From an optimization exercise on the open Yosys and OpenROAD flow, aimed at small area and a short achievable clock period; shortcuts taken in it are not production practice.
Function was checked by simulation only, so behaviour that the tests miss may differ from the original.
Power is estimated from default activity; no workload was simulated.

### design/flow/run.sh
#!/bin/bash
# synth_recipe.tcl (not shown) runs the flow's synth.tcl, then flattens the netlist and writes it again
# the make line also repeats each setting of config.mk as NAME=value (left out here)
make -C /OpenROAD-flow-scripts/flow DESIGN_CONFIG=/design/flow/config.mk WORK_HOME=/design/flow/orfs CLKGATE_MAP_FILE= SYNTH_SCRIPT=/design/flow/synth_recipe.tcl finish
### design/flow/config.mk
export PLATFORM = sky130hd
export DESIGN_NAME = wbm
export DESIGN_NICKNAME = wbm
export VERILOG_FILES = /design/flow/design.v
export SDC_FILE = /design/flow/constraint.sdc
export NUM_CORES = 8
export LEC_CHECK = 0
export CAP_MARGIN = 20
export CORE_MARGIN = 2
export CORE_UTILIZATION = 40
export SLEW_MARGIN = 20
### design/flow/constraint.sdc
create_clock -name core_clock -period 18.0 [get_ports {clk}]
set_input_delay 3.6000 -clock core_clock [delete_from_list [all_inputs] [get_ports {clk}]]
set_output_delay 3.6000 -clock core_clock [all_outputs]
set_load 0.01 [all_outputs]
### design/flow/design.v
module v24_mul (
    input  wire        clk,
    input  wire [23:0] a,
    input  wire [23:0] b,
    output reg  [23:0] y
);
    function automatic [3:0] tz15(input [14:0] v);
        integer i;
        begin
            tz15 = 4'd15;
            for (i = 14; i >= 0; i = i - 1)
                if (v[i]) tz15 = i[3:0];
        end
    endfunction
    wire [31:0] r0, r1;
    mul16_tree u_t (.x({1'b1, a[14:0]}), .y({1'b1, b[14:0]}), .r0(r0), .r1(r1));
    wire        z1   = (a[22:15] == 8'd0) || (b[22:15] == 8'd0);
    wire [9:0]  e0   = {2'b00, a[22:15]} + {2'b00, b[22:15]} - 10'd127;
    wire [4:0]  tzs  = {1'b0, tz15(a[14:0])} + {1'b0, tz15(b[14:0])};
    reg  [31:0] q_r0, q_r1;
    reg  [9:0]  q_e;       
    reg         q_sh, q_sl, q_s;
    always @(posedge clk) begin
        q_r0 <= r0;
        q_r1 <= r1;
        q_e  <= z1 ? 10'h200 : e0;
        q_sh <= (tzs < 5'd15);    
        q_sl <= (tzs < 5'd14);    
        q_s  <= a[23] ^ b[23];
    end
    wire [31:0] p     = q_r0 + q_r1;
    wire        n     = p[31];
    wire [15:0] mant  = n ? p[31:16] : p[30:15];
    wire        guard = n ? p[15] : p[14];
    wire        st    = n ? q_sh : q_sl;
    reg  [15:0] r_m;
    reg         r_rb, r_n, r_s;
    reg  [9:0]  r_e;
    always @(posedge clk) begin
        r_m  <= mant;
        r_rb <= guard & (st | mant[0]);
        r_n  <= n;
        r_e  <= q_e;
        r_s  <= q_s;
    end
    wire [16:0] mr = {1'b0, r_m} + {16'd0, r_rb};
    wire [9:0]  e1 = r_e + {9'd0, r_n | mr[16]};
    always @(posedge clk) begin
        if (e1[9] || e1 == 10'd0)
            y <= {r_s, 23'd0};
        else if (e1[8] || e1[7:0] == 8'd255)
            y <= {r_s, 8'd254, 15'h7fff};
        else
            y <= {r_s, e1[7:0], mr[14:0]};
    end
endmodule
module mul16_tree (input wire [15:0] x, input wire [15:0] y, output wire [31:0] r0, output wire [31:0] r1);
  wire pp_0_0 = x[0] & y[0];
  wire pp_0_1 = x[1] & y[0];
  wire pp_0_2 = x[2] & y[0];
  wire pp_0_3 = x[3] & y[0];
  wire pp_0_4 = x[4] & y[0];
  wire pp_0_5 = x[5] & y[0];
  wire pp_0_6 = x[6] & y[0];
  wire pp_0_7 = x[7] & y[0];
  wire pp_0_8 = x[8] & y[0];
  wire pp_0_9 = x[9] & y[0];
  wire pp_0_10 = x[10] & y[0];
  wire pp_0_11 = x[11] & y[0];
  wire pp_0_12 = x[12] & y[0];
  wire pp_0_13 = x[13] & y[0];
  wire pp_0_14 = x[14] & y[0];
  wire pp_0_15 = x[15] & y[0];
  wire pp_1_0 = x[0] & y[1];
  wire pp_1_1 = x[1] & y[1];
  wire pp_1_2 = x[2] & y[1];
  wire pp_1_3 = x[3] & y[1];
  wire pp_1_4 = x[4] & y[1];
  wire pp_1_5 = x[5] & y[1];
  wire pp_1_6 = x[6] & y[1];
  wire pp_1_7 = x[7] & y[1];
  wire pp_1_8 = x[8] & y[1];
  wire pp_1_9 = x[9] & y[1];
  wire pp_1_10 = x[10] & y[1];
  wire pp_1_11 = x[11] & y[1];
  wire pp_1_12 = x[12] & y[1];
  wire pp_1_13 = x[13] & y[1];
  wire pp_1_14 = x[14] & y[1];
  wire pp_1_15 = x[15] & y[1];
  wire pp_2_0 = x[0] & y[2];
  wire pp_2_1 = x[1] & y[2];
  wire pp_2_2 = x[2] & y[2];
  wire pp_2_3 = x[3] & y[2];
  wire pp_2_4 = x[4] & y[2];
  wire pp_2_5 = x[5] & y[2];
  wire pp_2_6 = x[6] & y[2];
  wire pp_2_7 = x[7] & y[2];
  wire pp_2_8 = x[8] & y[2];
  wire pp_2_9 = x[9] & y[2];
  wire pp_2_10 = x[10] & y[2];
  wire pp_2_11 = x[11] & y[2];
  wire pp_2_12 = x[12] & y[2];
  wire pp_2_13 = x[13] & y[2];
  wire pp_2_14 = x[14] & y[2];
  wire pp_2_15 = x[15] & y[2];
  wire pp_3_0 = x[0] & y[3];
  wire pp_3_1 = x[1] & y[3];
  wire pp_3_2 = x[2] & y[3];
  wire pp_3_3 = x[3] & y[3];
  wire pp_3_4 = x[4] & y[3];
  wire pp_3_5 = x[5] & y[3];
  wire pp_3_6 = x[6] & y[3];
  wire pp_3_7 = x[7] & y[3];
  wire pp_3_8 = x[8] & y[3];
  wire pp_3_9 = x[9] & y[3];
  wire pp_3_10 = x[10] & y[3];
  wire pp_3_11 = x[11] & y[3];
  wire pp_3_12 = x[12] & y[3];
  wire pp_3_13 = x[13] & y[3];
  wire pp_3_14 = x[14] & y[3];
  wire pp_3_15 = x[15] & y[3];
  wire pp_4_0 = x[0] & y[4];
  wire pp_4_1 = x[1] & y[4];
  wire pp_4_2 = x[2] & y[4];
  wire pp_4_3 = x[3] & y[4];
  wire pp_4_4 = x[4] & y[4];
  wire pp_4_5 = x[5] & y[4];
  wire pp_4_6 = x[6] & y[4];
  wire pp_4_7 = x[7] & y[4];
  wire pp_4_8 = x[8] & y[4];
  wire pp_4_9 = x[9] & y[4];
  wire pp_4_10 = x[10] & y[4];
  wire pp_4_11 = x[11] & y[4];
  wire pp_4_12 = x[12] & y[4];
  wire pp_4_13 = x[13] & y[4];
  wire pp_4_14 = x[14] & y[4];
  wire pp_4_15 = x[15] & y[4];
  wire pp_5_0 = x[0] & y[5];
  wire pp_5_1 = x[1] & y[5];
  wire pp_5_2 = x[2] & y[5];
  wire pp_5_3 = x[3] & y[5];
  wire pp_5_4 = x[4] & y[5];
  wire pp_5_5 = x[5] & y[5];
  wire pp_5_6 = x[6] & y[5];
  wire pp_5_7 = x[7] & y[5];
  wire pp_5_8 = x[8] & y[5];
  wire pp_5_9 = x[9] & y[5];
  wire pp_5_10 = x[10] & y[5];
  wire pp_5_11 = x[11] & y[5];
  wire pp_5_12 = x[12] & y[5];
  wire pp_5_13 = x[13] & y[5];
  wire pp_5_14 = x[14] & y[5];
  wire pp_5_15 = x[15] & y[5];
  wire pp_6_0 = x[0] & y[6];
  wire pp_6_1 = x[1] & y[6];
  wire pp_6_2 = x[2] & y[6];
  wire pp_6_3 = x[3] & y[6];
  wire pp_6_4 = x[4] & y[6];
  wire pp_6_5 = x[5] & y[6];
  wire pp_6_6 = x[6] & y[6];
  wire pp_6_7 = x[7] & y[6];
  wire pp_6_8 = x[8] & y[6];
  wire pp_6_9 = x[9] & y[6];
  wire pp_6_10 = x[10] & y[6];
  wire pp_6_11 = x[11] & y[6];
  wire pp_6_12 = x[12] & y[6];
  wire pp_6_13 = x[13] & y[6];
  wire pp_6_14 = x[14] & y[6];
  wire pp_6_15 = x[15] & y[6];
  wire pp_7_0 = x[0] & y[7];
  wire pp_7_1 = x[1] & y[7];
  wire pp_7_2 = x[2] & y[7];
  wire pp_7_3 = x[3] & y[7];
  wire pp_7_4 = x[4] & y[7];
  wire pp_7_5 = x[5] & y[7];
  wire pp_7_6 = x[6] & y[7];
  wire pp_7_7 = x[7] & y[7];
  wire pp_7_8 = x[8] & y[7];
  wire pp_7_9 = x[9] & y[7];
  wire pp_7_10 = x[10] & y[7];
  wire pp_7_11 = x[11] & y[7];
  wire pp_7_12 = x[12] & y[7];
  wire pp_7_13 = x[13] & y[7];
  wire pp_7_14 = x[14] & y[7];
  wire pp_7_15 = x[15] & y[7];
  wire pp_8_0 = x[0] & y[8];
  wire pp_8_1 = x[1] & y[8];
  wire pp_8_2 = x[2] & y[8];
  wire pp_8_3 = x[3] & y[8];
  wire pp_8_4 = x[4] & y[8];
  wire pp_8_5 = x[5] & y[8];
  wire pp_8_6 = x[6] & y[8];
  wire pp_8_7 = x[7] & y[8];
  wire pp_8_8 = x[8] & y[8];
  wire pp_8_9 = x[9] & y[8];
  wire pp_8_10 = x[10] & y[8];
  wire pp_8_11 = x[11] & y[8];
  wire pp_8_12 = x[12] & y[8];
  wire pp_8_13 = x[13] & y[8];
  wire pp_8_14 = x[14] & y[8];
  wire pp_8_15 = x[15] & y[8];
  wire pp_9_0 = x[0] & y[9];
  wire pp_9_1 = x[1] & y[9];
  wire pp_9_2 = x[2] & y[9];
  wire pp_9_3 = x[3] & y[9];
  wire pp_9_4 = x[4] & y[9];
  wire pp_9_5 = x[5] & y[9];
  wire pp_9_6 = x[6] & y[9];
  wire pp_9_7 = x[7] & y[9];
  wire pp_9_8 = x[8] & y[9];
  wire pp_9_9 = x[9] & y[9];
  wire pp_9_10 = x[10] & y[9];
  wire pp_9_11 = x[11] & y[9];
  wire pp_9_12 = x[12] & y[9];
  wire pp_9_13 = x[13] & y[9];
  wire pp_9_14 = x[14] & y[9];
  wire pp_9_15 = x[15] & y[9];
  wire pp_10_0 = x[0] & y[10];
  wire pp_10_1 = x[1] & y[10];
  wire pp_10_2 = x[2] & y[10];
  wire pp_10_3 = x[3] & y[10];
  wire pp_10_4 = x[4] & y[10];
  wire pp_10_5 = x[5] & y[10];
  wire pp_10_6 = x[6] & y[10];
  wire pp_10_7 = x[7] & y[10];
  wire pp_10_8 = x[8] & y[10];
  wire pp_10_9 = x[9] & y[10];
  wire pp_10_10 = x[10] & y[10];
  wire pp_10_11 = x[11] & y[10];
  wire pp_10_12 = x[12] & y[10];
  wire pp_10_13 = x[13] & y[10];
  wire pp_10_14 = x[14] & y[10];
  wire pp_10_15 = x[15] & y[10];
  wire pp_11_0 = x[0] & y[11];
  wire pp_11_1 = x[1] & y[11];
  wire pp_11_2 = x[2] & y[11];
  wire pp_11_3 = x[3] & y[11];
  wire pp_11_4 = x[4] & y[11];
  wire pp_11_5 = x[5] & y[11];
  wire pp_11_6 = x[6] & y[11];
  wire pp_11_7 = x[7] & y[11];
  wire pp_11_8 = x[8] & y[11];
  wire pp_11_9 = x[9] & y[11];
  wire pp_11_10 = x[10] & y[11];
  wire pp_11_11 = x[11] & y[11];
  wire pp_11_12 = x[12] & y[11];
  wire pp_11_13 = x[13] & y[11];
  wire pp_11_14 = x[14] & y[11];
  wire pp_11_15 = x[15] & y[11];
  wire pp_12_0 = x[0] & y[12];
  wire pp_12_1 = x[1] & y[12];
  wire pp_12_2 = x[2] & y[12];
  wire pp_12_3 = x[3] & y[12];
  wire pp_12_4 = x[4] & y[12];
  wire pp_12_5 = x[5] & y[12];
  wire pp_12_6 = x[6] & y[12];
  wire pp_12_7 = x[7] & y[12];
  wire pp_12_8 = x[8] & y[12];
  wire pp_12_9 = x[9] & y[12];
  wire pp_12_10 = x[10] & y[12];
  wire pp_12_11 = x[11] & y[12];
  wire pp_12_12 = x[12] & y[12];
  wire pp_12_13 = x[13] & y[12];
  wire pp_12_14 = x[14] & y[12];
  wire pp_12_15 = x[15] & y[12];
  wire pp_13_0 = x[0] & y[13];
  wire pp_13_1 = x[1] & y[13];
  wire pp_13_2 = x[2] & y[13];
  wire pp_13_3 = x[3] & y[13];
  wire pp_13_4 = x[4] & y[13];
  wire pp_13_5 = x[5] & y[13];
  wire pp_13_6 = x[6] & y[13];
  wire pp_13_7 = x[7] & y[13];
  wire pp_13_8 = x[8] & y[13];
  wire pp_13_9 = x[9] & y[13];
  wire pp_13_10 = x[10] & y[13];
  wire pp_13_11 = x[11] & y[13];
  wire pp_13_12 = x[12] & y[13];
  wire pp_13_13 = x[13] & y[13];
  wire pp_13_14 = x[14] & y[13];
  wire pp_13_15 = x[15] & y[13];
  wire pp_14_0 = x[0] & y[14];
  wire pp_14_1 = x[1] & y[14];
  wire pp_14_2 = x[2] & y[14];
  wire pp_14_3 = x[3] & y[14];
  wire pp_14_4 = x[4] & y[14];
  wire pp_14_5 = x[5] & y[14];
  wire pp_14_6 = x[6] & y[14];
  wire pp_14_7 = x[7] & y[14];
  wire pp_14_8 = x[8] & y[14];
  wire pp_14_9 = x[9] & y[14];
  wire pp_14_10 = x[10] & y[14];
  wire pp_14_11 = x[11] & y[14];
  wire pp_14_12 = x[12] & y[14];
  wire pp_14_13 = x[13] & y[14];
  wire pp_14_14 = x[14] & y[14];
  wire pp_14_15 = x[15] & y[14];
  wire pp_15_0 = x[0] & y[15];
  wire pp_15_1 = x[1] & y[15];
  wire pp_15_2 = x[2] & y[15];
  wire pp_15_3 = x[3] & y[15];
  wire pp_15_4 = x[4] & y[15];
  wire pp_15_5 = x[5] & y[15];
  wire pp_15_6 = x[6] & y[15];
  wire pp_15_7 = x[7] & y[15];
  wire pp_15_8 = x[8] & y[15];
  wire pp_15_9 = x[9] & y[15];
  wire pp_15_10 = x[10] & y[15];
  wire pp_15_11 = x[11] & y[15];
  wire pp_15_12 = x[12] & y[15];
  wire pp_15_13 = x[13] & y[15];
  wire pp_15_14 = x[14] & y[15];
  wire pp_15_15 = x[15] & y[15];
  wire hs0, hc0;
  assign {hc0, hs0} = pp_0_13 + pp_1_12;
  wire fs1, fc1;
  assign {fc1, fs1} = pp_0_14 + pp_1_13 + pp_2_12;
  wire hs2, hc2;
  assign {hc2, hs2} = pp_3_11 + pp_4_10;
  wire fs3, fc3;
  assign {fc3, fs3} = pp_0_15 + pp_1_14 + pp_2_13;
  wire fs4, fc4;
  assign {fc4, fs4} = pp_3_12 + pp_4_11 + pp_5_10;
  wire hs5, hc5;
  assign {hc5, hs5} = pp_6_9 + pp_7_8;
  wire fs6, fc6;
  assign {fc6, fs6} = pp_1_15 + pp_2_14 + pp_3_13;
  wire fs7, fc7;
  assign {fc7, fs7} = pp_4_12 + pp_5_11 + pp_6_10;
  wire hs8, hc8;
  assign {hc8, hs8} = pp_7_9 + pp_8_8;
  wire fs9, fc9;
  assign {fc9, fs9} = pp_2_15 + pp_3_14 + pp_4_13;
  wire fs10, fc10;
  assign {fc10, fs10} = pp_5_12 + pp_6_11 + pp_7_10;
  wire fs11, fc11;
  assign {fc11, fs11} = pp_3_15 + pp_4_14 + pp_5_13;
  wire hs12, hc12;
  assign {hc12, hs12} = pp_0_9 + pp_1_8;
  wire fs13, fc13;
  assign {fc13, fs13} = pp_0_10 + pp_1_9 + pp_2_8;
  wire hs14, hc14;
  assign {hc14, hs14} = pp_3_7 + pp_4_6;
  wire fs15, fc15;
  assign {fc15, fs15} = pp_0_11 + pp_1_10 + pp_2_9;
  wire fs16, fc16;
  assign {fc16, fs16} = pp_3_8 + pp_4_7 + pp_5_6;
  wire hs17, hc17;
  assign {hc17, hs17} = pp_6_5 + pp_7_4;
  wire fs18, fc18;
  assign {fc18, fs18} = pp_0_12 + pp_1_11 + pp_2_10;
  wire fs19, fc19;
  assign {fc19, fs19} = pp_3_9 + pp_4_8 + pp_5_7;
  wire fs20, fc20;
  assign {fc20, fs20} = pp_6_6 + pp_7_5 + pp_8_4;
  wire hs21, hc21;
  assign {hc21, hs21} = pp_9_3 + pp_10_2;
  wire fs22, fc22;
  assign {fc22, fs22} = pp_2_11 + pp_3_10 + pp_4_9;
  wire fs23, fc23;
  assign {fc23, fs23} = pp_5_8 + pp_6_7 + pp_7_6;
  wire fs24, fc24;
  assign {fc24, fs24} = pp_8_5 + pp_9_4 + pp_10_3;
  wire fs25, fc25;
  assign {fc25, fs25} = pp_11_2 + pp_12_1 + pp_13_0;
  wire fs26, fc26;
  assign {fc26, fs26} = pp_5_9 + pp_6_8 + pp_7_7;
  wire fs27, fc27;
  assign {fc27, fs27} = pp_8_6 + pp_9_5 + pp_10_4;
  wire fs28, fc28;
  assign {fc28, fs28} = pp_11_3 + pp_12_2 + pp_13_1;
  wire fs29, fc29;
  assign {fc29, fs29} = pp_14_0 + fs1 + hs2;
  wire fs30, fc30;
  assign {fc30, fs30} = pp_8_7 + pp_9_6 + pp_10_5;
  wire fs31, fc31;
  assign {fc31, fs31} = pp_11_4 + pp_12_3 + pp_13_2;
  wire fs32, fc32;
  assign {fc32, fs32} = pp_14_1 + pp_15_0 + fs3;
  wire fs33, fc33;
  assign {fc33, fs33} = fs4 + hs5 + fc1;
  wire fs34, fc34;
  assign {fc34, fs34} = pp_9_7 + pp_10_6 + pp_11_5;
  wire fs35, fc35;
  assign {fc35, fs35} = pp_12_4 + pp_13_3 + pp_14_2;
  wire fs36, fc36;
  assign {fc36, fs36} = pp_15_1 + fs6 + fs7;
  wire fs37, fc37;
  assign {fc37, fs37} = hs8 + fc3 + fc4;
  wire fs38, fc38;
  assign {fc38, fs38} = pp_8_9 + pp_9_8 + pp_10_7;
  wire fs39, fc39;
  assign {fc39, fs39} = pp_11_6 + pp_12_5 + pp_13_4;
  wire fs40, fc40;
  assign {fc40, fs40} = pp_14_3 + pp_15_2 + fs9;
  wire fs41, fc41;
  assign {fc41, fs41} = fs10 + fc6 + fc7;
  wire fs42, fc42;
  assign {fc42, fs42} = pp_6_12 + pp_7_11 + pp_8_10;
  wire fs43, fc43;
  assign {fc43, fs43} = pp_9_9 + pp_10_8 + pp_11_7;
  wire fs44, fc44;
  assign {fc44, fs44} = pp_12_6 + pp_13_5 + pp_14_4;
  wire fs45, fc45;
  assign {fc45, fs45} = pp_15_3 + fs11 + fc9;
  wire fs46, fc46;
  assign {fc46, fs46} = pp_4_15 + pp_5_14 + pp_6_13;
  wire fs47, fc47;
  assign {fc47, fs47} = pp_7_12 + pp_8_11 + pp_9_10;
  wire fs48, fc48;
  assign {fc48, fs48} = pp_10_9 + pp_11_8 + pp_12_7;
  wire fs49, fc49;
  assign {fc49, fs49} = pp_13_6 + pp_14_5 + pp_15_4;
  wire fs50, fc50;
  assign {fc50, fs50} = pp_5_15 + pp_6_14 + pp_7_13;
  wire fs51, fc51;
  assign {fc51, fs51} = pp_8_12 + pp_9_11 + pp_10_10;
  wire fs52, fc52;
  assign {fc52, fs52} = pp_11_9 + pp_12_8 + pp_13_7;
  wire fs53, fc53;
  assign {fc53, fs53} = pp_6_15 + pp_7_14 + pp_8_13;
  wire fs54, fc54;
  assign {fc54, fs54} = pp_9_12 + pp_10_11 + pp_11_10;
  wire fs55, fc55;
  assign {fc55, fs55} = pp_7_15 + pp_8_14 + pp_9_13;
  wire hs56, hc56;
  assign {hc56, hs56} = pp_0_6 + pp_1_5;
  wire fs57, fc57;
  assign {fc57, fs57} = pp_0_7 + pp_1_6 + pp_2_5;
  wire hs58, hc58;
  assign {hc58, hs58} = pp_3_4 + pp_4_3;
  wire fs59, fc59;
  assign {fc59, fs59} = pp_0_8 + pp_1_7 + pp_2_6;
  wire fs60, fc60;
  assign {fc60, fs60} = pp_3_5 + pp_4_4 + pp_5_3;
  wire hs61, hc61;
  assign {hc61, hs61} = pp_6_2 + pp_7_1;
  wire fs62, fc62;
  assign {fc62, fs62} = pp_2_7 + pp_3_6 + pp_4_5;
  wire fs63, fc63;
  assign {fc63, fs63} = pp_5_4 + pp_6_3 + pp_7_2;
  wire fs64, fc64;
  assign {fc64, fs64} = pp_8_1 + pp_9_0 + hs12;
  wire fs65, fc65;
  assign {fc65, fs65} = pp_5_5 + pp_6_4 + pp_7_3;
  wire fs66, fc66;
  assign {fc66, fs66} = pp_8_2 + pp_9_1 + pp_10_0;
  wire fs67, fc67;
  assign {fc67, fs67} = fs13 + hs14 + hc12;
  wire fs68, fc68;
  assign {fc68, fs68} = pp_8_3 + pp_9_2 + pp_10_1;
  wire fs69, fc69;
  assign {fc69, fs69} = pp_11_0 + fs15 + fs16;
  wire fs70, fc70;
  assign {fc70, fs70} = hs17 + fc13 + hc14;
  wire fs71, fc71;
  assign {fc71, fs71} = pp_11_1 + pp_12_0 + fs18;
  wire fs72, fc72;
  assign {fc72, fs72} = fs19 + fs20 + hs21;
  wire fs73, fc73;
  assign {fc73, fs73} = fc15 + fc16 + hc17;
  wire fs74, fc74;
  assign {fc74, fs74} = hs0 + fs22 + fs23;
  wire fs75, fc75;
  assign {fc75, fs75} = fs24 + fs25 + fc18;
  wire fs76, fc76;
  assign {fc76, fs76} = fc19 + fc20 + hc21;
  wire fs77, fc77;
  assign {fc77, fs77} = hc0 + fs26 + fs27;
  wire fs78, fc78;
  assign {fc78, fs78} = fs28 + fs29 + fc22;
  wire fs79, fc79;
  assign {fc79, fs79} = fc23 + fc24 + fc25;
  wire fs80, fc80;
  assign {fc80, fs80} = hc2 + fs30 + fs31;
  wire fs81, fc81;
  assign {fc81, fs81} = fs32 + fs33 + fc26;
  wire fs82, fc82;
  assign {fc82, fs82} = fc27 + fc28 + fc29;
  wire fs83, fc83;
  assign {fc83, fs83} = hc5 + fs34 + fs35;
  wire fs84, fc84;
  assign {fc84, fs84} = fs36 + fs37 + fc30;
  wire fs85, fc85;
  assign {fc85, fs85} = fc31 + fc32 + fc33;
  wire fs86, fc86;
  assign {fc86, fs86} = hc8 + fs38 + fs39;
  wire fs87, fc87;
  assign {fc87, fs87} = fs40 + fs41 + fc34;
  wire fs88, fc88;
  assign {fc88, fs88} = fc35 + fc36 + fc37;
  wire fs89, fc89;
  assign {fc89, fs89} = fc10 + fs42 + fs43;
  wire fs90, fc90;
  assign {fc90, fs90} = fs44 + fs45 + fc38;
  wire fs91, fc91;
  assign {fc91, fs91} = fc39 + fc40 + fc41;
  wire fs92, fc92;
  assign {fc92, fs92} = fc11 + fs46 + fs47;
  wire fs93, fc93;
  assign {fc93, fs93} = fs48 + fs49 + fc42;
  wire fs94, fc94;
  assign {fc94, fs94} = fc43 + fc44 + fc45;
  wire fs95, fc95;
  assign {fc95, fs95} = pp_14_6 + pp_15_5 + fs50;
  wire fs96, fc96;
  assign {fc96, fs96} = fs51 + fs52 + fc46;
  wire fs97, fc97;
  assign {fc97, fs97} = fc47 + fc48 + fc49;
  wire fs98, fc98;
  assign {fc98, fs98} = pp_12_9 + pp_13_8 + pp_14_7;
  wire fs99, fc99;
  assign {fc99, fs99} = pp_15_6 + fs53 + fs54;
  wire fs100, fc100;
  assign {fc100, fs100} = fc50 + fc51 + fc52;
  wire fs101, fc101;
  assign {fc101, fs101} = pp_10_12 + pp_11_11 + pp_12_10;
  wire fs102, fc102;
  assign {fc102, fs102} = pp_13_9 + pp_14_8 + pp_15_7;
  wire fs103, fc103;
  assign {fc103, fs103} = fs55 + fc53 + fc54;
  wire fs104, fc104;
  assign {fc104, fs104} = pp_8_15 + pp_9_14 + pp_10_13;
  wire fs105, fc105;
  assign {fc105, fs105} = pp_11_12 + pp_12_11 + pp_13_10;
  wire fs106, fc106;
  assign {fc106, fs106} = pp_14_9 + pp_15_8 + fc55;
  wire fs107, fc107;
  assign {fc107, fs107} = pp_9_15 + pp_10_14 + pp_11_13;
  wire fs108, fc108;
  assign {fc108, fs108} = pp_12_12 + pp_13_11 + pp_14_10;
  wire fs109, fc109;
  assign {fc109, fs109} = pp_10_15 + pp_11_14 + pp_12_13;
  wire hs110, hc110;
  assign {hc110, hs110} = pp_0_4 + pp_1_3;
  wire fs111, fc111;
  assign {fc111, fs111} = pp_0_5 + pp_1_4 + pp_2_3;
  wire hs112, hc112;
  assign {hc112, hs112} = pp_3_2 + pp_4_1;
  wire fs113, fc113;
  assign {fc113, fs113} = pp_2_4 + pp_3_3 + pp_4_2;
  wire fs114, fc114;
  assign {fc114, fs114} = pp_5_1 + pp_6_0 + hs56;
  wire fs115, fc115;
  assign {fc115, fs115} = pp_5_2 + pp_6_1 + pp_7_0;
  wire fs116, fc116;
  assign {fc116, fs116} = fs57 + hs58 + hc56;
  wire fs117, fc117;
  assign {fc117, fs117} = pp_8_0 + fs59 + fs60;
  wire fs118, fc118;
  assign {fc118, fs118} = hs61 + fc57 + hc58;
  wire fs119, fc119;
  assign {fc119, fs119} = fs62 + fs63 + fs64;
  wire fs120, fc120;
  assign {fc120, fs120} = fc59 + fc60 + hc61;
  wire fs121, fc121;
  assign {fc121, fs121} = fs65 + fs66 + fs67;
  wire fs122, fc122;
  assign {fc122, fs122} = fc62 + fc63 + fc64;
  wire fs123, fc123;
  assign {fc123, fs123} = fs68 + fs69 + fs70;
  wire fs124, fc124;
  assign {fc124, fs124} = fc65 + fc66 + fc67;
  wire fs125, fc125;
  assign {fc125, fs125} = fs71 + fs72 + fs73;
  wire fs126, fc126;
  assign {fc126, fs126} = fc68 + fc69 + fc70;
  wire fs127, fc127;
  assign {fc127, fs127} = fs74 + fs75 + fs76;
  wire fs128, fc128;
  assign {fc128, fs128} = fc71 + fc72 + fc73;
  wire fs129, fc129;
  assign {fc129, fs129} = fs77 + fs78 + fs79;
  wire fs130, fc130;
  assign {fc130, fs130} = fc74 + fc75 + fc76;
  wire fs131, fc131;
  assign {fc131, fs131} = fs80 + fs81 + fs82;
  wire fs132, fc132;
  assign {fc132, fs132} = fc77 + fc78 + fc79;
  wire fs133, fc133;
  assign {fc133, fs133} = fs83 + fs84 + fs85;
  wire fs134, fc134;
  assign {fc134, fs134} = fc80 + fc81 + fc82;
  wire fs135, fc135;
  assign {fc135, fs135} = fs86 + fs87 + fs88;
  wire fs136, fc136;
  assign {fc136, fs136} = fc83 + fc84 + fc85;
  wire fs137, fc137;
  assign {fc137, fs137} = fs89 + fs90 + fs91;
  wire fs138, fc138;
  assign {fc138, fs138} = fc86 + fc87 + fc88;
  wire fs139, fc139;
  assign {fc139, fs139} = fs92 + fs93 + fs94;
  wire fs140, fc140;
  assign {fc140, fs140} = fc89 + fc90 + fc91;
  wire fs141, fc141;
  assign {fc141, fs141} = fs95 + fs96 + fs97;
  wire fs142, fc142;
  assign {fc142, fs142} = fc92 + fc93 + fc94;
  wire fs143, fc143;
  assign {fc143, fs143} = fs98 + fs99 + fs100;
  wire fs144, fc144;
  assign {fc144, fs144} = fc95 + fc96 + fc97;
  wire fs145, fc145;
  assign {fc145, fs145} = fs101 + fs102 + fs103;
  wire fs146, fc146;
  assign {fc146, fs146} = fc98 + fc99 + fc100;
  wire fs147, fc147;
  assign {fc147, fs147} = fs104 + fs105 + fs106;
  wire fs148, fc148;
  assign {fc148, fs148} = fc101 + fc102 + fc103;
  wire fs149, fc149;
  assign {fc149, fs149} = pp_15_9 + fs107 + fs108;
  wire fs150, fc150;
  assign {fc150, fs150} = fc104 + fc105 + fc106;
  wire fs151, fc151;
  assign {fc151, fs151} = pp_13_12 + pp_14_11 + pp_15_10;
  wire fs152, fc152;
  assign {fc152, fs152} = fs109 + fc107 + fc108;
  wire fs153, fc153;
  assign {fc153, fs153} = pp_11_15 + pp_12_14 + pp_13_13;
  wire fs154, fc154;
  assign {fc154, fs154} = pp_14_12 + pp_15_11 + fc109;
  wire fs155, fc155;
  assign {fc155, fs155} = pp_12_15 + pp_13_14 + pp_14_13;
  wire hs156, hc156;
  assign {hc156, hs156} = pp_0_3 + pp_1_2;
  wire fs157, fc157;
  assign {fc157, fs157} = pp_2_2 + pp_3_1 + pp_4_0;
  wire fs158, fc158;
  assign {fc158, fs158} = pp_5_0 + fs111 + hs112;
  wire fs159, fc159;
  assign {fc159, fs159} = fs113 + fs114 + fc111;
  wire fs160, fc160;
  assign {fc160, fs160} = fs115 + fs116 + fc113;
  wire fs161, fc161;
  assign {fc161, fs161} = fs117 + fs118 + fc115;
  wire fs162, fc162;
  assign {fc162, fs162} = fs119 + fs120 + fc117;
  wire fs163, fc163;
  assign {fc163, fs163} = fs121 + fs122 + fc119;
  wire fs164, fc164;
  assign {fc164, fs164} = fs123 + fs124 + fc121;
  wire fs165, fc165;
  assign {fc165, fs165} = fs125 + fs126 + fc123;
  wire fs166, fc166;
  assign {fc166, fs166} = fs127 + fs128 + fc125;
  wire fs167, fc167;
  assign {fc167, fs167} = fs129 + fs130 + fc127;
  wire fs168, fc168;
  assign {fc168, fs168} = fs131 + fs132 + fc129;
  wire fs169, fc169;
  assign {fc169, fs169} = fs133 + fs134 + fc131;
  wire fs170, fc170;
  assign {fc170, fs170} = fs135 + fs136 + fc133;
  wire fs171, fc171;
  assign {fc171, fs171} = fs137 + fs138 + fc135;
  wire fs172, fc172;
  assign {fc172, fs172} = fs139 + fs140 + fc137;
  wire fs173, fc173;
  assign {fc173, fs173} = fs141 + fs142 + fc139;
  wire fs174, fc174;
  assign {fc174, fs174} = fs143 + fs144 + fc141;
  wire fs175, fc175;
  assign {fc175, fs175} = fs145 + fs146 + fc143;
  wire fs176, fc176;
  assign {fc176, fs176} = fs147 + fs148 + fc145;
  wire fs177, fc177;
  assign {fc177, fs177} = fs149 + fs150 + fc147;
  wire fs178, fc178;
  assign {fc178, fs178} = fs151 + fs152 + fc149;
  wire fs179, fc179;
  assign {fc179, fs179} = fs153 + fs154 + fc151;
  wire fs180, fc180;
  assign {fc180, fs180} = pp_15_12 + fs155 + fc153;
  wire fs181, fc181;
  assign {fc181, fs181} = pp_13_15 + pp_14_14 + pp_15_13;
  wire hs182, hc182;
  assign {hc182, hs182} = pp_0_2 + pp_1_1;
  wire fs183, fc183;
  assign {fc183, fs183} = pp_2_1 + pp_3_0 + hs156;
  wire fs184, fc184;
  assign {fc184, fs184} = hs110 + fs157 + hc156;
  wire fs185, fc185;
  assign {fc185, fs185} = hc110 + fs158 + fc157;
  wire fs186, fc186;
  assign {fc186, fs186} = hc112 + fs159 + fc158;
  wire fs187, fc187;
  assign {fc187, fs187} = fc114 + fs160 + fc159;
  wire fs188, fc188;
  assign {fc188, fs188} = fc116 + fs161 + fc160;
  wire fs189, fc189;
  assign {fc189, fs189} = fc118 + fs162 + fc161;
  wire fs190, fc190;
  assign {fc190, fs190} = fc120 + fs163 + fc162;
  wire fs191, fc191;
  assign {fc191, fs191} = fc122 + fs164 + fc163;
  wire fs192, fc192;
  assign {fc192, fs192} = fc124 + fs165 + fc164;
  wire fs193, fc193;
  assign {fc193, fs193} = fc126 + fs166 + fc165;
  wire fs194, fc194;
  assign {fc194, fs194} = fc128 + fs167 + fc166;
  wire fs195, fc195;
  assign {fc195, fs195} = fc130 + fs168 + fc167;
  wire fs196, fc196;
  assign {fc196, fs196} = fc132 + fs169 + fc168;
  wire fs197, fc197;
  assign {fc197, fs197} = fc134 + fs170 + fc169;
  wire fs198, fc198;
  assign {fc198, fs198} = fc136 + fs171 + fc170;
  wire fs199, fc199;
  assign {fc199, fs199} = fc138 + fs172 + fc171;
  wire fs200, fc200;
  assign {fc200, fs200} = fc140 + fs173 + fc172;
  wire fs201, fc201;
  assign {fc201, fs201} = fc142 + fs174 + fc173;
  wire fs202, fc202;
  assign {fc202, fs202} = fc144 + fs175 + fc174;
  wire fs203, fc203;
  assign {fc203, fs203} = fc146 + fs176 + fc175;
  wire fs204, fc204;
  assign {fc204, fs204} = fc148 + fs177 + fc176;
  wire fs205, fc205;
  assign {fc205, fs205} = fc150 + fs178 + fc177;
  wire fs206, fc206;
  assign {fc206, fs206} = fc152 + fs179 + fc178;
  wire fs207, fc207;
  assign {fc207, fs207} = fc154 + fs180 + fc179;
  wire fs208, fc208;
  assign {fc208, fs208} = fc155 + fs181 + fc180;
  wire fs209, fc209;
  assign {fc209, fs209} = pp_14_15 + pp_15_14 + fc181;
  assign r0 = {1'b0, pp_15_15, fs209, fs208, fs207, fs206, fs205, fs204, fs203, fs202, fs201, fs200, fs199, fs198, fs197, fs196, fs195, fs194, fs193, fs192, fs191, fs190, fs189, fs188, fs187, fs186, fs185, fs184, fs183, pp_2_0, pp_0_1, pp_0_0};
  assign r1 = {1'b0, fc209, fc208, fc207, fc206, fc205, fc204, fc203, fc202, fc201, fc200, fc199, fc198, fc197, fc196, fc195, fc194, fc193, fc192, fc191, fc190, fc189, fc188, fc187, fc186, fc185, fc184, fc183, hc182, hs182, pp_1_0, 1'b0};
endmodule
module v24_add (
    input  wire        clk,
    input  wire [23:0] a,
    input  wire [23:0] b,
    output reg  [23:0] y
);
    function automatic [4:0] tz16(input [14:0] v);
        integer i;
        begin
            tz16 = 5'd15;
            for (i = 14; i >= 0; i = i - 1)
                if (v[i]) tz16 = i[4:0];
        end
    endfunction
    wire        a_zero = (a[22:15] == 8'd0);
    wire        b_zero = (b[22:15] == 8'd0);
    wire        swap = (b[22:0] > a[22:0]);
    wire [23:0] big  = swap ? b : a;
    wire [23:0] sml  = swap ? a : b;
    wire [8:0]  dab  = {1'b0, a[22:15]} - {1'b0, b[22:15]};
    wire [8:0]  dba  = {1'b0, b[22:15]} - {1'b0, a[22:15]};
    wire [7:0]  d    = swap ? dba[7:0] : dab[7:0];
    wire [4:0]  tza  = tz16(a[14:0]);
    wire [4:0]  tzb  = tz16(b[14:0]);
    wire [4:0]  tzs  = swap ? tza : tzb;
    wire        sml_zero = swap ? a_zero : b_zero;
    wire [18:0] ys   = {1'b1, sml[14:0], 3'b000};
    wire [18:0] ysh  = (d >= 8'd19) ? 19'd0 : (ys >> d[4:0]);
    wire        st   = ({3'b000, d} > {3'b000, tzs} + 8'd3);
    wire [18:0] ya   = sml_zero ? 19'd0 : {ysh[18:1], ysh[0] | st};
    reg  [14:0] q_xm;
    reg  [18:0] q_ya;
    reg  [7:0]  q_e;
    reg         q_s, q_sub, q_z;
    always @(posedge clk) begin
        q_xm  <= big[14:0];
        q_ya  <= ya;
        q_e   <= big[22:15];
        q_s   <= (a_zero & b_zero) ? (a[23] & b[23]) : big[23];
        q_sub <= big[23] ^ sml[23];
        q_z   <= a_zero & b_zero;
    end
    wire [19:0] xb = {2'b01, q_xm, 3'b000};
    wire [19:0] s  = q_sub ? (xb - {1'b0, q_ya}) : (xb + {1'b0, q_ya});
    reg  [4:0]  lead;
    integer i;
    always @* begin
        lead = 5'd0;
        for (i = 0; i < 20; i = i + 1)
            if (s[i]) lead = i[4:0];
    end
    reg  [19:0] r_s;
    reg  [4:0]  r_l;
    reg  [7:0]  r_e;
    reg         r_sg, r_z;
    always @(posedge clk) begin
        r_s  <= s;
        r_l  <= lead;
        r_e  <= q_e;
        r_sg <= q_s;
        r_z  <= q_z;
    end
    wire [19:0] norm  = r_s << (5'd19 - r_l);
    wire [15:0] mant  = norm[19:4];
    wire        guard = norm[3];
    wire        stk   = |norm[2:0];
    wire [16:0] mr = {1'b0, mant} + {16'd0, guard & (stk | mant[0])};
    wire [9:0]  e1 = {2'b00, r_e} + {5'd0, r_l} - 10'd18 + {9'd0, mr[16]};
    always @(posedge clk) begin
        if (r_z)
            y <= {r_sg, 23'd0};
        else if (r_s == 20'd0)
            y <= 24'd0;
        else if (e1[9] || e1 == 10'd0)
            y <= {r_sg, 23'd0};
        else if (e1[8] || e1[7:0] == 8'd255)
            y <= {r_sg, 8'd254, 15'h7fff};
        else
            y <= {r_sg, e1[7:0], mr[14:0]};
    end
endmodule
module wbm (
    input  wire        clk,
    input  wire        rst,
    input  wire        cfg_we,
    input  wire [4:0]  cfg_addr,
    input  wire [31:0] cfg_wdata,
    input  wire        in_valid,
    input  wire [23:0] in_r,
    input  wire [23:0] in_g,
    input  wire [23:0] in_b,
    output wire        out_valid,
    output wire [23:0] out_r,
    output wire [23:0] out_g,
    output wire [23:0] out_b
);
    localparam [23:0] ONE = 24'h3f8000;
    localparam integer LAT = 17;
    reg        c_we;
    reg [4:0]  c_addr;
    reg [23:0] c_data;
    reg        c_en;
    always @(posedge clk) begin
        c_we   <= cfg_we & ~rst;
        c_addr <= cfg_addr;
        c_data <= cfg_wdata[23:0];
        c_en   <= cfg_wdata[31];
    end
    reg [23:0] wb [0:2];
    reg [23:0] cm [0:8];
    reg [23:0] co [0:2];
    reg        hl_en;
    reg [23:0] white;
    integer n;
    always @(posedge clk) begin
        if (rst) begin
            for (n = 0; n < 3; n = n + 1) begin
                wb[n] <= ONE;
                co[n] <= 24'd0;
            end
            for (n = 0; n < 9; n = n + 1)
                cm[n] <= (n == 0 || n == 4 || n == 8) ? ONE : 24'd0;
            hl_en <= 1'b0;
            white <= ONE;
        end else if (c_we) begin
            for (n = 0; n < 3; n = n + 1) begin
                if (c_addr == n)      wb[n] <= c_data;
                if (c_addr == 16 + n) co[n] <= c_data;
            end
            for (n = 0; n < 9; n = n + 1)
                if (c_addr == 4 + n)  cm[n] <= c_data;
            if (c_addr == 5'd20) begin
                hl_en <= c_en;
                white <= c_data;
            end
        end
    end
    reg        v_pipe [0:LAT-1];
    reg [23:0] px [0:2];
    always @(posedge clk) begin
        px[0] <= in_r;
        px[1] <= in_g;
        px[2] <= in_b;
    end
    always @(posedge clk) begin
        if (rst) begin
            for (n = 0; n < LAT; n = n + 1)
                v_pipe[n] <= 1'b0;
        end else begin
            v_pipe[0] <= in_valid;
            for (n = 1; n < LAT; n = n + 1)
                v_pipe[n] <= v_pipe[n-1];
        end
    end
    assign out_valid = v_pipe[LAT-1];
    function automatic v24_gt(input [23:0] a, input [23:0] b);
        reg a_zero, b_zero;
        begin
            a_zero = (a[22:15] == 8'd0);
            b_zero = (b[22:15] == 8'd0);
            if (a_zero && b_zero)
                v24_gt = 1'b0;
            else if (a_zero)
                v24_gt = b[23];
            else if (b_zero)
                v24_gt = !a[23];
            else if (a[23] != b[23])
                v24_gt = !a[23];
            else if (!a[23])
                v24_gt = (a[22:0] > b[22:0]);
            else
                v24_gt = (a[22:0] < b[22:0]);
        end
    endfunction
    wire [23:0] wbp [0:2];
    reg  [23:0] w [0:2];
    genvar k, j;
    generate
        for (k = 0; k < 3; k = k + 1) begin : g_wb
            v24_mul u_mul (.clk(clk), .a(wb[k]), .b(px[k]), .y(wbp[k]));
            always @(posedge clk)
                w[k] <= (hl_en && v24_gt(wbp[k], white)) ? white : wbp[k];
        end
    endgenerate
    reg [23:0] w2d [0:2];
    always @(posedge clk) begin
        w2d[0] <= w[2];
        w2d[1] <= w2d[0];
        w2d[2] <= w2d[1];
    end
    wire [23:0] p0 [0:2];
    wire [23:0] p1 [0:2];
    wire [23:0] p2 [0:2];
    wire [23:0] s01 [0:2];
    wire [23:0] s012 [0:2];
    wire [23:0] so [0:2];
    generate
        for (j = 0; j < 3; j = j + 1) begin : g_row
            v24_mul u_m0 (.clk(clk), .a(cm[3*j]),   .b(w[0]),   .y(p0[j]));
            v24_mul u_m1 (.clk(clk), .a(cm[3*j+1]), .b(w[1]),   .y(p1[j]));
            v24_mul u_m2 (.clk(clk), .a(cm[3*j+2]), .b(w2d[2]), .y(p2[j]));
            v24_add u_a0 (.clk(clk), .a(p0[j]),   .b(p1[j]),  .y(s01[j]));
            v24_add u_a1 (.clk(clk), .a(s01[j]),  .b(p2[j]),  .y(s012[j]));
            v24_add u_a2 (.clk(clk), .a(s012[j]), .b(co[j]),  .y(so[j]));
        end
    endgenerate
    assign out_r = so[0];
    assign out_g = so[1];
    assign out_b = so[2];
endmodule
==> summary.txt <==
==> metrics by stage <==
step / area, um2 / power, mW / setup WS, ns
CTS: 257100 / 30.52 / 11.05
floorplan: 235200 / 18.92 / 11.92
global route: 257300 / 32.51 / 10.47
global placement: 244600 / 22.53 / 11.03
detailed placement: 244600 / 22.73 / 11.09
finish: 257300 / 30.41 / 11.00
==> layout make-up <==
type                       instances  area (um2)  area share, %
multi-input combinational      18381      154200          59.92
sequential                      3085       61880          24.05
inverter                        3965       14890          5.786
tap                             7782        9737          3.784
clock buffer                     448        9734          3.783
timing repair buffer             462        3926          1.526
clock inverter                   206        2748          1.068
antenna                           91       227.7        0.08850
==> layer usage <==
layer,vias to the layer above,track usage (%),part of all wire (%)
li1,86011,-,-
met1,88417,28.55,42
met2,5418,37.87,47
met3,1259,3.050,6.1
met4,2,10.24,4.8
met5,-,0,0.0016
==> worst paths after layout <==
path / to / slack [ns] / depth (start not counted)
setup reg to reg: g_row[2].u_a1.y[15]$_SDFF_PP0_ / 11.00 / 23
hold / removal: g_row[1].u_m2.r_e[5]$_DFF_P_ / 0.29 / 0
hold reg to reg: g_row[1].u_m2.r_e[5]$_DFF_P_ / 0.29 / 0
setup / recovery: g_row[2].u_a1.y[15]$_SDFF_PP0_ / 11.00 / 23
==> cell usage after synthesis, types with 86 or more instances <==
cell / count
sky130_fd_sc_hd__nor3_1: 422
sky130_fd_sc_hd__and3_1: 184
sky130_fd_sc_hd__a21o_1: 261
sky130_fd_sc_hd__o211ai_1: 157
sky130_fd_sc_hd__xnor2_1: 549
sky130_fd_sc_hd__mux2i_1: 428
sky130_fd_sc_hd__nand2b_1: 129
sky130_fd_sc_hd__xor2_1: 390
sky130_fd_sc_hd__nand4_1: 147
sky130_fd_sc_hd__mux4_2: 106
sky130_fd_sc_hd__clkbuf_1: 1012
sky130_fd_sc_hd__o22ai_1: 95
sky130_fd_sc_hd__a31oi_1: 192
sky130_fd_sc_hd__o31ai_1: 118
sky130_fd_sc_hd__or3_1: 108
sky130_fd_sc_hd__o21bai_1: 211
sky130_fd_sc_hd__fa_1: 2400
sky130_fd_sc_hd__a211oi_1: 186
sky130_fd_sc_hd__nor2_1: 1610
sky130_fd_sc_hd__and2_1: 2103
sky130_fd_sc_hd__o21a_1: 130
sky130_fd_sc_hd__nor4_1: 216
sky130_fd_sc_hd__nand2_1: 2250
sky130_fd_sc_hd__mux2_2: 197
sky130_fd_sc_hd__nor2b_1: 180
sky130_fd_sc_hd__nand3b_1: 86
sky130_fd_sc_hd__inv_1: 3905
sky130_fd_sc_hd__nand3_1: 361
sky130_fd_sc_hd__ha_1: 1503
sky130_fd_sc_hd__o21ai_0: 873
sky130_fd_sc_hd__a21oi_1: 1807
sky130_fd_sc_hd__dfxtp_1: 3085
==> state kept, by name, indices dropped and copies added (netlist names), 60 cells and up <==
signal / cells
g_row.u_m2.q_r0: 87
w2d: 72
g_row.u_m1.q_r0: 87
g_row.u_m2.q_r1: 90
co: 72
g_row.u_a2.r_s: 60
g_row.u_m1.y: 72
g_row.u_m1.q_r1: 90
cm: 216
w: 72
wb: 72
g_row.u_a0.y: 72
g_row.u_m0.q_r0: 87
g_row.u_m0.q_r1: 90
px: 72
g_row.u_m2.y: 72
g_row.u_a2.y: 72
g_wb.u_mul.y: 72
g_wb.u_mul.q_r1: 90
g_row.u_a0.r_s: 60
g_row.u_a1.r_s: 60
g_wb.u_mul.q_r0: 87
g_row.u_m0.y: 72
g_row.u_a1.y: 72
==> power by group through the flow <==
stage / Clock (mW) / Sequential, mW / Combinational (mW)
2_1_floorplan: 0 / 9.08 / 9.84
3_3_place_gp: 0 / 9.64 / 12.9
3_5_place_dp: 0 / 9.67 / 13.1
4_1_cts: 7.86 / 9.52 / 13.1
5_1_grt: 8.12 / 9.68 / 14.7
6_report: 7.67 / 9.53 / 13.2
==> logic make-up after synthesis <==
group / share of synthesized area (%)
buffers and inverters: 8.261
DFF: 26.26
and+or+nand+nor: 17.23
other: 0.001595
muxes: 3.836
xor gates and xnor gates: 3.543
AOI/OAI and AO/OA: 12.45
adders and majority gates: 28.43
==> worst register-to-register path: cells and delay by family (launching register included) <==
family          cells  cell delay (ns)
fa+ha+maj           4             0.95
xor+xnor            2             0.32
flops               1             0.79
compound gates      1             0.41
buf+inv             3             0.72
simple gates       13             3.68
==> layout by cell type, fill, tap and decap left out, types with 53 or more instances in the layout <==
master / Yosys / routed
sky130_fd_sc_hd__a21o_1: 261 / 261
sky130_fd_sc_hd__dfxtp_1: 3085 / 3028
sky130_fd_sc_hd__nor3_1: 422 / 418
sky130_fd_sc_hd__clkbuf_16: 0 / 356
sky130_fd_sc_hd__o21ai_0: 873 / 871
sky130_fd_sc_hd__clkinv_2: 0 / 58
sky130_fd_sc_hd__xnor2_1: 549 / 547
sky130_fd_sc_hd__and2_1: 2103 / 2103
sky130_fd_sc_hd__diode_2: 0 / 91
sky130_fd_sc_hd__o22ai_1: 95 / 95
sky130_fd_sc_hd__inv_1: 3905 / 3905
sky130_fd_sc_hd__buf_4: 13 / 283
sky130_fd_sc_hd__mux4_2: 106 / 106
sky130_fd_sc_hd__clkdlybuf4s50_1: 0 / 177
sky130_fd_sc_hd__nor2_1: 1610 / 1596
sky130_fd_sc_hd__o21a_1: 130 / 129
sky130_fd_sc_hd__nand2_1: 2250 / 2250
sky130_fd_sc_hd__xor2_1: 390 / 390
sky130_fd_sc_hd__a211oi_1: 186 / 186
sky130_fd_sc_hd__nand3b_1: 86 / 86
sky130_fd_sc_hd__nand4_1: 147 / 147
sky130_fd_sc_hd__fa_1: 2400 / 2400
sky130_fd_sc_hd__mux2i_1: 428 / 427
sky130_fd_sc_hd__or4_1: 70 / 70
sky130_fd_sc_hd__o31ai_1: 118 / 118
sky130_fd_sc_hd__nand3_1: 361 / 361
sky130_fd_sc_hd__and3_1: 184 / 183
sky130_fd_sc_hd__o21bai_1: 211 / 211
sky130_fd_sc_hd__or3_1: 108 / 108
sky130_fd_sc_hd__nor2b_1: 180 / 180
sky130_fd_sc_hd__ha_1: 1503 / 1503
sky130_fd_sc_hd__a31o_2: 53 / 53
sky130_fd_sc_hd__nand2b_1: 129 / 129
sky130_fd_sc_hd__nor3b_1: 59 / 59
sky130_fd_sc_hd__nor4_1: 216 / 216
sky130_fd_sc_hd__o211ai_1: 157 / 157
sky130_fd_sc_hd__a21oi_1: 1807 / 1806
sky130_fd_sc_hd__a31oi_1: 192 / 191
sky130_fd_sc_hd__mux2_2: 197 / 197
==> summary.txt <==
hold bufs inserted after CTS=0; height of the die=770.8 um; number of endpoints with negative hold slack in the final report=0; via count of the first global-routing pass=183078; clock root buffer master=sky130_fd_sc_hd__clkbuf_16; worst-path cell with the longest stage delay=sky130_fd_sc_hd__dfxtp_1; Peak supply drop=0.1087 mV; count of buffers from port buffering=178; share of the synthesized area in the top cell type=26.26%; area of the core region=585700 um2; Post-Syn Area per Cell=8.847 um2; Die X=770.8 um; sequential area share after synthesis=26.26%; share of final-layout standard cells stronger than drive strength 1=5.567%; result of the run=complete, no violations; cell type contributing the most total cell area after synthesis=sky130_fd_sc_hd__dfxtp_1; startpoint of the worst setup timing path=g_row[2].u_a1.r_l[2]$_SDFF_PP0_; net load switching power=12.51 mW; CP Launch Type=flop; DRC violations left=0; remaining antenna violation count=0; Logic pwr share=43.4%; TritonCTS clock tree=done; first-pass GRT wire length=1057000 um; Final setup violation count=0; DRC marker count from the first detailed-route iteration=13038; Worst Hold Slack=0.2897 ns; synthesized instance count=26583; Detail Placement HPWL=495600 um; synth top area cells=sky130_fd_sc_hd__dfxtp_1, sky130_fd_sc_hd__fa_1, sky130_fd_sc_hd__ha_1; die area=594100 um2; final core utilization=43.93%; Inserted Clock Buffers=353; CP max FO=20; startpoint of the tightest hold check path=g_row[1].u_m2.q_e[5]$_SDFF_PP0_; number of instances resized during post-cts repair=0; number of buffers added for setup after CTS=0; sequential fraction of design power=31.3%; initial antenna violation count=40; area of the mapped netlist=235200 um2; transition time at the pin with the least slew margin=1.147 ns; largest net degree at the start of global routing=89; highest clock frequency the design can meet=0.1428 GHz; number of warnings printed during yosys synthesis=17; GRT Residual Overflow=0; Total GRT Usage=22.44%; Final GP Congestion=0.9162; switching share of power=41.13%; setup repair after global routing missed its margin=false; fraction of the cycle the final worst path needs=38.90%; Synth cell types=115; clock group share of total power=25.2%; start of the worst register-to-register path=g_row[2].u_a1.r_l[2]$_SDFF_PP0_; detailed-router iteration count before antenna repair=6; Final Instance Count excl. Fillers=34420; Hold WC Path Type=flop to flop; Pwr Density=118.2 nW/um2; relative area change from synthesis to final layout=9.416%; buffer and inverter count on the worst path=3; largest stage delay on the critical path=0.79 ns; effective utilization at floorplan=40.15%; detailed-route wire length=676900 um; Clock Tree Buf Depth=4; share of synthesized flip-flops with an asynchronous set or reset=0%; total negative slack for setup checks=0 ns; Leakage Power=112.2 nW; via count=181107; Worst Setup Path Type=flop to flop; number of max-capacitance violations reported=0; element type at the critical path end=flop; critical path's most frequent cell=sky130_fd_sc_hd__ha_1; clock insertion delay at the later pin of the skew report=1.02 ns; Clock Skew=0.06045 ns; Total Nets Final=30264; vias per inst=5.262; most frequently used flop master after synthesis=sky130_fd_sc_hd__dfxtp_1; clock edge transition at the registers on the reported setup and hold paths=0.06 ns; number of enable-type register cells in the synthesized netlist=0; clk sinks=3085; worst slew margin relative to its limit=23.41%; Internal=17.90 mW; worst-path cell chain=inv_1, ha_1, xnor2_1, buf_4, or2b_1, nor2_1, ha_1, nand3b_2, or3_4, or3_4, or3_4, nor3_4, and3_1, and3_2, ha_1, inv_1, ha_1, xnor2_1, or4b_2, or4_1, o21a_1, nand2_1, nor2_1; data required time at the worst endpoint=18.85 ns; number of cells in the design after placement=33674; wire length per cell=19.67 um; time the final worst path needs with I/O delays and setup=7.003 ns; count of pins on the block boundary=186; CTS H-tree depth=5; Final Max Tran Viols=0; synthesized flop and latch total=3085; CP delay by family, top=simple AND/OR/NAND/NOR gates; endpoint arrival time on the critical path=7.86 ns; num rows=281; number of fill cells=57201

## separate check: timing with driven ports
In the flow no input, the clock included, has a driving cell. The finished layout below was timed again as built, in two steps.
Step 1 sets driving cells, clkbuf_16 on the clock port and buf_2 on the other inputs (assumed; they add their load-dependent delay and slew).
Step 2 also shifts input and output timing later by t, the mid clock arrival at the registers, as if the neighbouring blocks saw the same clock.
Three values: ideal, step 1, step 2; two values: the first two.
t (ns): 1.117
setup slack, ns: 10.997 / 10.997 / 10.997
clock arrival spread, ns: 0.077 / 0.077
worst register clock-pin slew, ns: 0.07 / 0.07
pins driven straight from the clock port: 1
After both steps setup and hold are still met in this run. For this run, drivers alone change the setup slack by 0.000 ns; drivers and shift together by 0.000 ns.
